Source: an optimization exercise on an open RTL-to-GDS flow (aim: small area, a short achievable clock period and few clock cycles per item). Production flows keep margins and buffers that such runs may drop. Only simulation tests tie the RTL to the original design; equivalence was not proved.

==> v23 <==
==> flow/design.v <==
module benes_solver #(
    parameter K = 6
) (
    input  wire                           clk,
    input  wire                           rst,
    input  wire                           start,
    input  wire [(1<<K)*K-1:0]            perm_in,
    output wire                           ready,
    output reg                            done,
    output wire [(2*K-1)*(1<<(K-1))-1:0]  states
);
    localparam N  = 64;
    localparam H  = 32;
    localparam NC = 11;
    reg  [5:0]      u [0:N-1];
    reg  [N-1:0]    pf;          
    reg  [N-1:0]    pb;          
    reg  [N-1:0]    asg;         
    reg  [5:2]      th;          
    reg             c4;          
    reg             busy;
    reg             rdy;
    reg  [NC*H-1:0] st;
    assign ready  = rdy;
    assign states = st;
    wire [5:0] cm = {th, 2'b11};                         
    wire [4:0] lv = {~th[2], th[2] & ~th[3], th[3] & ~th[4], th[4] & ~th[5], th[5]};  
    genvar g;
    wire [N*7-1:0]  lf, lb;
    generate
        for (g = 0; g < N; g = g + 1) begin : g_leaf
            assign lf[g*7 +: 7] = {pf[g], u[g] & {6{pf[g]}}};
            assign lb[g*7 +: 7] = {pb[g], u[g] & {6{pb[g]}}};
        end
    endgenerate
    wire [16*7-1:0] tf, tk;
    benes_solver_bcast #(.W(7)) u_bf (.lv(lv), .leaf(lf), .bc(tf));
    benes_solver_bcast #(.W(7)) u_bb (.lv(lv), .leaf(lb), .bc(tk));
    wire [N-1:0] mf, mb;
    generate
        for (g = 0; g < N; g = g + 1) begin : g_cam
            wire [5:0] vf = tf[(g>>2)*7 +: 6] ^ 6'd1;
            wire [5:0] vb = tk[(g>>2)*7 +: 6] ^ 6'd1;
            assign mf[g] = &(~cm | ~(u[g] ^ vf));
            assign mb[g] = &(~cm | ~(u[g] ^ vb));
        end
    endgenerate
    wire [N-1:0] cf, cb;             
    generate
        for (g = 0; g < N; g = g + 1) begin : g_c
            assign cf[g] = mf[g ^ 1];
            assign cb[g] = mb[g ^ 1];
        end
    endgenerate
    wire [N-1:0] am = asg | mf | mb;
    wire [N-1:0] zl = cf & am;
    wire [15:0]  zb;
    benes_solver_bcast #(.W(1)) u_bz (.lv(lv), .leaf(zl), .bc(zb));
    wire [N-1:0]   y = ~am;
    wire [7*N-1:0] a;
    assign a[0 +: N] = y;
    genvar s;
    generate
        for (s = 0; s < 6; s = s + 1) begin : g_pfx
            for (g = 0; g < N; g = g + 1) begin : g_b
                if (g & (1 << s)) begin : g_hi
                    assign a[(s+1)*N + g] = a[s*N + g] | (cm[s] & a[s*N + (g & ~((1 << s) - 1)) - 1]);
                end else begin : g_lo
                    assign a[(s+1)*N + g] = a[s*N + g];
                end
            end
        end
    endgenerate
    wire [N-1:0] f;
    generate
        for (g = 0; g < N; g = g + 1) begin : g_ff
            if (g == 0) begin : g_z
                assign f[g] = y[g];
            end else begin : g_nz
                localparam [5:0] GB = g;
                wire bstart = ~|(cm & GB);
                assign f[g] = y[g] & (bstart | ~a[6*N + g - 1]);
            end
        end
    endgenerate
    wire [N-1:0] pfn, pbn;
    generate
        for (g = 0; g < N; g = g + 1) begin : g_pn
            assign pfn[g] = zb[g>>2] ? f[g]     : cf[g];
            assign pbn[g] = zb[g>>2] ? f[g ^ 1] : cb[g];
        end
    endgenerate
    wire all_asg = &am;
    wire last    = lv[4] ? c4 : all_asg;
    wire [N-1:0] nf = mf & ~asg;     
    wire [N-1:0] nb = mb & ~asg;     
    wire [H-1:0] in_en, in_v, out_en, out_v;
    generate
        for (g = 0; g < H; g = g + 1) begin : g_row
            wire [6:0] rf = tf[(g>>1)*7 +: 7];
            wire [6:0] rb = tk[(g>>1)*7 +: 7];
            wire [4:0] rr = g;
            wire ef = rf[6] & &(~cm[5:1] | ~(rf[5:1] ^ rr));
            wire eb = rb[6] & &(~cm[5:1] | ~(rb[5:1] ^ rr));
            assign in_en[g]  = pf[2*g] | pf[2*g+1] | pb[2*g] | pb[2*g+1]
                             | nf[2*g] | nf[2*g+1] | nb[2*g] | nb[2*g+1];
            assign in_v[g]   = pf[2*g+1] | pb[2*g] | nf[2*g] | nb[2*g+1];
            assign out_en[g] = ef | eb;
            assign out_v[g]  = (ef & rf[0]) | (eb & ~rb[0]);
        end
    endgenerate
    function [4:0] spec;
        input integer d;
        input integer r;
        integer k;
        begin
            spec = r;
            for (k = 0; k < 5; k = k + 1)
                if (k < d) spec[5-d+k] = r[4-k];
        end
    endfunction
    function [4:0] rev5;
        input integer r;
        integer k;
        begin
            for (k = 0; k < 5; k = k + 1)
                rev5[k] = r[4-k];
        end
    endfunction
    wire [H-1:0] sw;
    generate
        for (g = 0; g < H; g = g + 1) begin : g_sw
            wire [4:0] old;
            assign old[0] = st[0*H + spec(0, g)];
            assign old[1] = st[1*H + spec(1, g)];
            assign old[2] = st[2*H + spec(2, g)];
            assign old[3] = st[3*H + spec(3, g)];
            assign old[4] = st[4*H + spec(4, g)];
            assign sw[g] = in_en[g] ? in_v[g] : |(old & lv);
        end
    endgenerate
    wire [5:0] un [0:N-1];
    generate
        for (g = 0; g < H; g = g + 1) begin : g_mv
            wire [5:0] e0 = sw[g] ? u[2*g+1] : u[2*g];
            wire [5:0] e1 = sw[g] ? u[2*g]   : u[2*g+1];
            assign un[g]    = {e0[0], e0[5:1]};
            assign un[g+32] = {e1[0], e1[5:1]};
        end
    endgenerate
    wire accept = start & rdy;
    wire fin    = busy & lv[4] & c4;
    integer j, dd;
    always @(posedge clk) begin
        if (rst) begin
            busy <= 1'b0;
            rdy  <= 1'b0;
            done <= 1'b0;
        end else begin
            done <= fin;
            if (accept) begin
                busy <= 1'b1;
                rdy  <= 1'b0;
            end else if (fin) begin
                busy <= 1'b0;
                rdy  <= 1'b1;
            end else if (busy) begin
                rdy  <= lv[4] & ~c4;
            end else begin
                rdy  <= 1'b1;
            end
        end
    end
    always @(posedge clk) begin
        if (accept) begin
            for (j = 0; j < N; j = j + 1)
                u[j] <= perm_in[j*6 +: 6];
            pf  <= {{(N-2){1'b0}}, 2'b01};
            pb  <= {{(N-2){1'b0}}, 2'b10};
            asg <= {{(N-2){1'b0}}, 2'b11};
            th  <= 4'b1111;
            c4  <= 1'b0;
        end else if (last) begin
            for (j = 0; j < N; j = j + 1)
                u[j][4:0] <= un[j][4:0];
            for (j = 0; j < N; j = j + 1) begin
                pf[j]  <= ((j[5:0] & {1'b0, th[5:3], 2'b11}) == 6'd0);
                pb[j]  <= ((j[5:0] & {1'b0, th[5:3], 2'b11}) == 6'd1);
                asg[j] <= ((j[5:1] & {1'b0, th[5:3], 1'b1}) == 5'd0);
            end
            th  <= {1'b0, th[5:3]};
            c4  <= 1'b0;
        end else begin
            pf  <= pfn;
            pb  <= pbn;
            asg <= am | pfn | pbn;
            c4  <= lv[4];
        end
    end
    always @(posedge clk) begin
        for (dd = 0; dd < 5; dd = dd + 1)
            for (j = 0; j < H; j = j + 1) begin
                if (lv[dd] & in_en[spec(dd, j)])
                    st[dd*H + j] <= in_v[spec(dd, j)];
                if (lv[dd] & out_en[spec(dd, j)])
                    st[(NC-1-dd)*H + j] <= out_v[spec(dd, j)];
            end
        if (lv[4] & c4)
            for (j = 0; j < H; j = j + 1)
                st[5*H + j] <= un[rev5(j) * 2][0];
    end
endmodule
module benes_solver_bcast #(
    parameter W = 1
) (
    input  wire [4:0]      lv,
    input  wire [64*W-1:0] leaf,
    output wire [16*W-1:0] bc
);
    wire [32*W-1:0] t5;
    wire [16*W-1:0] t4;
    wire [8*W-1:0]  t3;
    wire [4*W-1:0]  t2;
    wire [2*W-1:0]  t1;
    wire [W-1:0]    t0;
    genvar g;
    generate
        for (g = 0; g < 32; g = g + 1) begin : g_t5
            assign t5[g*W +: W] = leaf[(2*g)*W +: W] | leaf[(2*g+1)*W +: W];
        end
        for (g = 0; g < 16; g = g + 1) begin : g_t4
            assign t4[g*W +: W] = t5[(2*g)*W +: W] | t5[(2*g+1)*W +: W];
        end
        for (g = 0; g < 8; g = g + 1) begin : g_t3
            assign t3[g*W +: W] = t4[(2*g)*W +: W] | t4[(2*g+1)*W +: W];
        end
        for (g = 0; g < 4; g = g + 1) begin : g_t2
            assign t2[g*W +: W] = t3[(2*g)*W +: W] | t3[(2*g+1)*W +: W];
        end
        for (g = 0; g < 2; g = g + 1) begin : g_t1
            assign t1[g*W +: W] = t2[(2*g)*W +: W] | t2[(2*g+1)*W +: W];
        end
        assign t0 = t1[0 +: W] | t1[W +: W];
        for (g = 0; g < 16; g = g + 1) begin : g_bc
            assign bc[g*W +: W] = ({W{lv[0]}} & t0)
                                | ({W{lv[1]}} & t1[(g>>3)*W +: W])
                                | ({W{lv[2]}} & t2[(g>>2)*W +: W])
                                | ({W{lv[3]}} & t3[(g>>1)*W +: W])
                                | ({W{lv[4]}} & t4[g*W +: W]);
        end
    endgenerate
endmodule
==> flow/run.sh <==
#!/bin/bash
# synth_recipe.tcl (not shown) runs the flow's synth.tcl, then flattens the netlist and writes it again
# the make line also repeats each setting of config.mk as NAME=value (left out here)
make -C /OpenROAD-flow-scripts/flow DESIGN_CONFIG=/design/flow/config.mk WORK_HOME=/design/flow/orfs CLKGATE_MAP_FILE= SYNTH_SCRIPT=/design/flow/synth_recipe.tcl finish
==> flow/config.mk <==
export PLATFORM = sky130hd
export DESIGN_NAME = benes_solver
export DESIGN_NICKNAME = benes_solver
export VERILOG_FILES = /design/flow/design.v
export SDC_FILE = /design/flow/constraint.sdc
export NUM_CORES = 4
export LEC_CHECK = 0
export CAP_MARGIN = 20
export CORE_MARGIN = 2
export CORE_UTILIZATION = 60
export SETUP_SLACK_MARGIN = 5
export SLEW_MARGIN = 20
==> flow/constraint.sdc <==
create_clock -name core_clock -period 10.0 [get_ports {clk}]
set_input_delay 2.0000 -clock core_clock [delete_from_list [all_inputs] [get_ports {clk}]]
set_output_delay 2.0000 -clock core_clock [all_outputs]
set_load 0.01 [all_outputs]
==> inputs of v1, as changes to v23 <==
==> flow/design.v, changed modules only <==
module benes_solver #(
    parameter K = 6
) (
    input  wire                           clk,
    input  wire                           rst,
    input  wire                           start,
    input  wire [(1<<K)*K-1:0]            perm_in,
    output wire                           ready,
    output reg                            done,
    output wire [(2*K-1)*(1<<(K-1))-1:0]  states
);
    localparam N  = 64;
    localparam H  = 32;
    localparam NC = 11;
    reg  [5:0]      u [0:N-1];   
    reg  [N-1:0]    pf;          
    reg  [N-1:0]    pb;          
    reg  [N-1:0]    asg;         
    reg  [5:2]      th;          
    reg             c4;          
    reg             busy;
    reg             rdy;
    reg  [H-1:0]    wi;          
    reg  [H-1:0]    wo;          
    assign ready  = rdy;
    wire [5:0] cm = {th, 2'b11};                         
    wire [4:0] lv = {~th[2], th[2] & ~th[3], th[3] & ~th[4], th[4] & ~th[5], th[5]};  
    genvar g;
    wire [N*7-1:0]  lf, lb;
    generate
        for (g = 0; g < N; g = g + 1) begin : g_leaf
            assign lf[g*7 +: 7] = {pf[g], u[g] & {6{pf[g]}}};
            assign lb[g*7 +: 7] = {pb[g], u[g] & {6{pb[g]}}};
        end
    endgenerate
    wire [16*7-1:0] tf, tk;
    benes_solver_bcast #(.W(7)) u_bf (.lv(lv), .leaf(lf), .bc(tf));
    benes_solver_bcast #(.W(7)) u_bb (.lv(lv), .leaf(lb), .bc(tk));
    wire [N-1:0] mf, mb;
    generate
        for (g = 0; g < N; g = g + 1) begin : g_cam
            wire [5:0] vf = tf[(g>>2)*7 +: 6] ^ 6'd1;
            wire [5:0] vb = tk[(g>>2)*7 +: 6] ^ 6'd1;
            assign mf[g] = &(~cm | ~(u[g] ^ vf));
            assign mb[g] = &(~cm | ~(u[g] ^ vb));
        end
    endgenerate
    wire [N-1:0] cf, cb;             
    generate
        for (g = 0; g < N; g = g + 1) begin : g_c
            assign cf[g] = mf[g ^ 1];
            assign cb[g] = mb[g ^ 1];
        end
    endgenerate
    wire [N-1:0] am = asg | mf | mb;
    wire [N-1:0] zl = cf & am;
    wire [15:0]  zb;
    benes_solver_bcast #(.W(1)) u_bz (.lv(lv), .leaf(zl), .bc(zb));
    wire [H-1:0]   y;
    generate
        for (g = 0; g < H; g = g + 1) begin : g_y
            assign y[g] = ~am[2*g];
        end
    endgenerate
    wire [6*H-1:0] a;
    assign a[0 +: H] = y;
    genvar s;
    generate
        for (s = 0; s < 5; s = s + 1) begin : g_pfx
            for (g = 0; g < H; g = g + 1) begin : g_b
                if (g & (1 << s)) begin : g_hi
                    assign a[(s+1)*H + g] = a[s*H + g] | (cm[s+1] & a[s*H + (g & ~((1 << s) - 1)) - 1]);
                end else begin : g_lo
                    assign a[(s+1)*H + g] = a[s*H + g];
                end
            end
        end
    endgenerate
    wire [H-1:0] f;
    generate
        for (g = 0; g < H; g = g + 1) begin : g_ff
            if (g == 0) begin : g_z
                assign f[g] = y[g];
            end else begin : g_nz
                localparam [4:0] GB = g;
                wire bstart = ~|(cm[5:1] & GB);
                assign f[g] = y[g] & (bstart | ~a[5*H + g - 1]);
            end
        end
    endgenerate
    wire [N-1:0] pfn, pbn;
    generate
        for (g = 0; g < N; g = g + 1) begin : g_pn
            if (g & 1) begin : g_odd
                assign pfn[g] = ~zb[g>>2] & cf[g];
                assign pbn[g] = zb[g>>2] ? f[g>>1] : cb[g];
            end else begin : g_even
                assign pfn[g] = zb[g>>2] ? f[g>>1] : cf[g];
                assign pbn[g] = ~zb[g>>2] & cb[g];
            end
        end
    endgenerate
    wire all_asg = &am;
    wire last    = lv[4] ? c4 : all_asg;
    wire [N-1:0] nf = mf & ~asg;     
    wire [N-1:0] nb = mb & ~asg;     
    wire [H-1:0] in_en, in_v, out_en, out_v;
    wire [15:0]  hf, hb;             
    generate
        for (g = 0; g < 16; g = g + 1) begin : g_grp
            wire [6:0] rf = tf[g*7 +: 7];
            wire [6:0] rb = tk[g*7 +: 7];
            wire [3:0] rg = g;
            assign hf[g] = rf[6] & &(~cm[5:2] | ~(rf[5:2] ^ rg));
            assign hb[g] = rb[6] & &(~cm[5:2] | ~(rb[5:2] ^ rg));
        end
        for (g = 0; g < H; g = g + 1) begin : g_row
            wire [6:0] rf = tf[(g>>1)*7 +: 7];
            wire [6:0] rb = tk[(g>>1)*7 +: 7];
            wire ef = hf[g>>1] & (rf[1] == g[0]);
            wire eb = hb[g>>1] & (rb[1] == g[0]);
            assign in_en[g]  = pf[2*g] | pf[2*g+1] | pb[2*g] | pb[2*g+1]
                             | nf[2*g] | nf[2*g+1] | nb[2*g] | nb[2*g+1];
            assign in_v[g]   = pf[2*g+1] | pb[2*g] | nf[2*g] | nb[2*g+1];
            assign out_en[g] = ef | eb;
            assign out_v[g]  = (ef & rf[0]) | (eb & ~rb[0]);
        end
    endgenerate
    function [4:0] spec;
        input integer d;
        input integer r;
        integer k;
        begin
            spec = r;
            for (k = 0; k < 5; k = k + 1)
                if (k < d) spec[5-d+k] = r[4-k];
        end
    endfunction
    function [4:0] rev5;
        input integer r;
        integer k;
        begin
            for (k = 0; k < 5; k = k + 1)
                rev5[k] = r[4-k];
        end
    endfunction
    wire [H-1:0] sw, so;
    generate
        for (g = 0; g < H; g = g + 1) begin : g_sw
            assign sw[g] = in_en[g]  ? in_v[g]  : wi[g];
            assign so[g] = out_en[g] ? out_v[g] : wo[g];
        end
    endgenerate
    wire [5:0] un [0:N-1];
    generate
        for (g = 0; g < H; g = g + 1) begin : g_mv
            wire [5:0] e0 = sw[g] ? u[2*g+1] : u[2*g];
            wire [5:0] e1 = sw[g] ? u[2*g]   : u[2*g+1];
            assign un[g]    = {e0[0], e0[5:1]};
            assign un[g+32] = {e1[0], e1[5:1]};
        end
    endgenerate
    wire [H-1:0] s5;
    generate
        for (g = 0; g < H; g = g + 1) begin : g_s5
            assign s5[g] = un[rev5(g) * 2][0];
        end
    endgenerate
    genvar dg;
    generate
        for (dg = 0; dg < 5; dg = dg + 1) begin : g_ocol
            for (g = 0; g < H; g = g + 1) begin : g_orow
                assign states[dg*H + spec(dg, g)]        = u[2*g][5-dg];
                assign states[(NC-1-dg)*H + spec(dg, g)] = u[2*g+1][5-dg];
            end
        end
        for (g = 0; g < H; g = g + 1) begin : g_o5
            assign states[5*H + g] = u[2*g][0];
        end
    endgenerate
    wire accept = start & rdy;
    wire fin    = busy & lv[4] & c4;
    integer j;
    always @(posedge clk) begin
        if (rst) begin
            busy <= 1'b0;
            rdy  <= 1'b0;
            done <= 1'b0;
        end else begin
            done <= fin;
            if (accept) begin
                busy <= 1'b1;
                rdy  <= 1'b0;
            end else if (fin) begin
                busy <= 1'b0;
                rdy  <= 1'b1;
            end else if (busy) begin
                rdy  <= 1'b0;
            end else begin
                rdy  <= 1'b1;
            end
        end
    end
    always @(posedge clk) begin
        if (accept) begin
            pf  <= {{(N-2){1'b0}}, 2'b01};
            pb  <= {{(N-2){1'b0}}, 2'b10};
            asg <= {{(N-2){1'b0}}, 2'b11};
            th  <= 4'b1111;
            c4  <= 1'b0;
        end else if (last) begin
            for (j = 0; j < N; j = j + 1) begin
                pf[j]  <= ((j[5:0] & {1'b0, th[5:3], 2'b11}) == 6'd0);
                pb[j]  <= ((j[5:0] & {1'b0, th[5:3], 2'b11}) == 6'd1);
                asg[j] <= ((j[5:1] & {1'b0, th[5:3], 1'b1}) == 5'd0);
            end
            th  <= {1'b0, th[5:3]};
            c4  <= 1'b0;
        end else begin
            pf  <= pfn;
            pb  <= pbn;
            asg <= am | pfn | pbn;
            c4  <= lv[4];
        end
    end
    wire lend = last & busy;
    generate
        for (g = 0; g < N; g = g + 1) begin : g_u
            always @(posedge clk) begin
                if (accept)
                    u[g] <= perm_in[g*6 +: 6];
                else if (lend) begin
                    if (lv[0]) u[g][5] <= (g & 1) ? so[g>>1] : sw[g>>1];
                    if (lv[1]) u[g][4] <= (g & 1) ? so[g>>1] : sw[g>>1];
                    else if (cm[5]) u[g][4] <= un[g][4];
                    if (lv[2]) u[g][3] <= (g & 1) ? so[g>>1] : sw[g>>1];
                    else if (cm[4]) u[g][3] <= un[g][3];
                    if (lv[3]) u[g][2] <= (g & 1) ? so[g>>1] : sw[g>>1];
                    else if (cm[3]) u[g][2] <= un[g][2];
                    if (lv[4]) u[g][1] <= (g & 1) ? so[g>>1] : sw[g>>1];
                    else if (cm[2]) u[g][1] <= un[g][1];
                    if (lv[4]) u[g][0] <= s5[g>>1];
                    else u[g][0] <= un[g][0];
                end
            end
        end
    endgenerate
    always @(posedge clk) begin
        for (j = 0; j < H; j = j + 1) begin
            if (in_en[j])
                wi[j] <= in_v[j];
            if (out_en[j])
                wo[j] <= out_v[j];
        end
    end
endmodule
==> flow/flow/run.sh (new file) <==
#!/bin/bash
# The standard layout (standard.sh), with the smallest buffer
# (sky130_fd_sc_hd__buf_1) as the port buffer instead of the default choice.
# The whole output of the layout goes to standard.log in this folder; the
# ORFS step logs are under orfs/logs.
set -euo pipefail
export BUFFER_PORTS_ARGS="-buffer_cell sky130_fd_sc_hd__buf_1"
bash standard.sh > standard.log 2>&1
==> flow/standard.sh (new file) <==
#!/bin/bash
# synth_recipe.tcl (not shown) runs the flow's synth.tcl, then flattens the netlist and writes it again
# the make line also repeats each setting of config.mk as NAME=value (left out here)
make -C /OpenROAD-flow-scripts/flow DESIGN_CONFIG=/design/flow/config.mk WORK_HOME=/design/flow/orfs CLKGATE_MAP_FILE= SYNTH_SCRIPT=/design/flow/synth_recipe.tcl "${@:-finish}"
- CORE_UTILIZATION: 60 -> 38
- CTS_BUF_LIST: unset -> sky130_fd_sc_hd__clkbuf_4 sky130_fd_sc_hd__clkbuf_8
- SETUP_SLACK_MARGIN: 5 -> 3.5
removed: flow/run.sh
==> metrics.yaml <==
use_met1_pct: 68.23
synth_xor_area_share_pct: 8.862
hpwlAfterDp_mm: 334.9
synth_compound_area_share_pct: 27.24
status: "no timing/DRC/antenna violations"
rows: 142
placed_cells: 9397
syn-num-nets: 7611
gp_congestion: 1.129
grt_use_met3_pct: 29.96
synth_common_cells: "786 x nand2_1, 643 x nor2_1, 579 x clkbuf_1"
root_buffer: "clkbuf_8"
The numbers above come from v1.

==> metrics.yaml <==
synth_common_cells: "754 x nor2_1, 740 x nand2_1, 736 x edfxtp_1"
synth_xor_area_share_pct: 8.112
syn-num-nets: 7596
hpwlAfterDp_mm: 283.4
placed_cells: 8803
status: "aborted with a tool error"
lastStage: "5_1_grt"
use_met1_pct: 90.87
root_buffer: "clkbuf_16"
tool.error: "[ERROR GRT-0116] Global routing finished with congestion. Check the congestion regions in the DRC Viewer."
The numbers above come from v23.

Testbench counts of v23, summed over its fixed seeds: cycles 6,868, solves 192.
Testbench counts of v1, summed over its fixed seeds: cycles 7,056, solves 192.

-- static timing again, ports no longer ideal --
Ports are ideal in the flow. The routed layout listed here was re-timed in OpenROAD.
Step 1, drivers: a clkbuf_16 drives clk and a buf_2 each remaining input, both assumed.
Step 2 also shifts input and output timing later by t, the mid clock arrival at the registers, as if the neighbouring blocks saw the same clock.
Three values: ideal, step 1, step 2; two values: the first two.
run: v1
t (ns): 0.988
slack for setup (ns): 3.158 / 3.158 / 3.158
worst register clock-pin slew, ns: 0.07 / 0.07
cell pins on the clock port's net: 1
After both steps setup and hold are still met in v1. The setup slack of v1 moves by 0.000 ns with the drivers and by 0.000 ns with both steps.
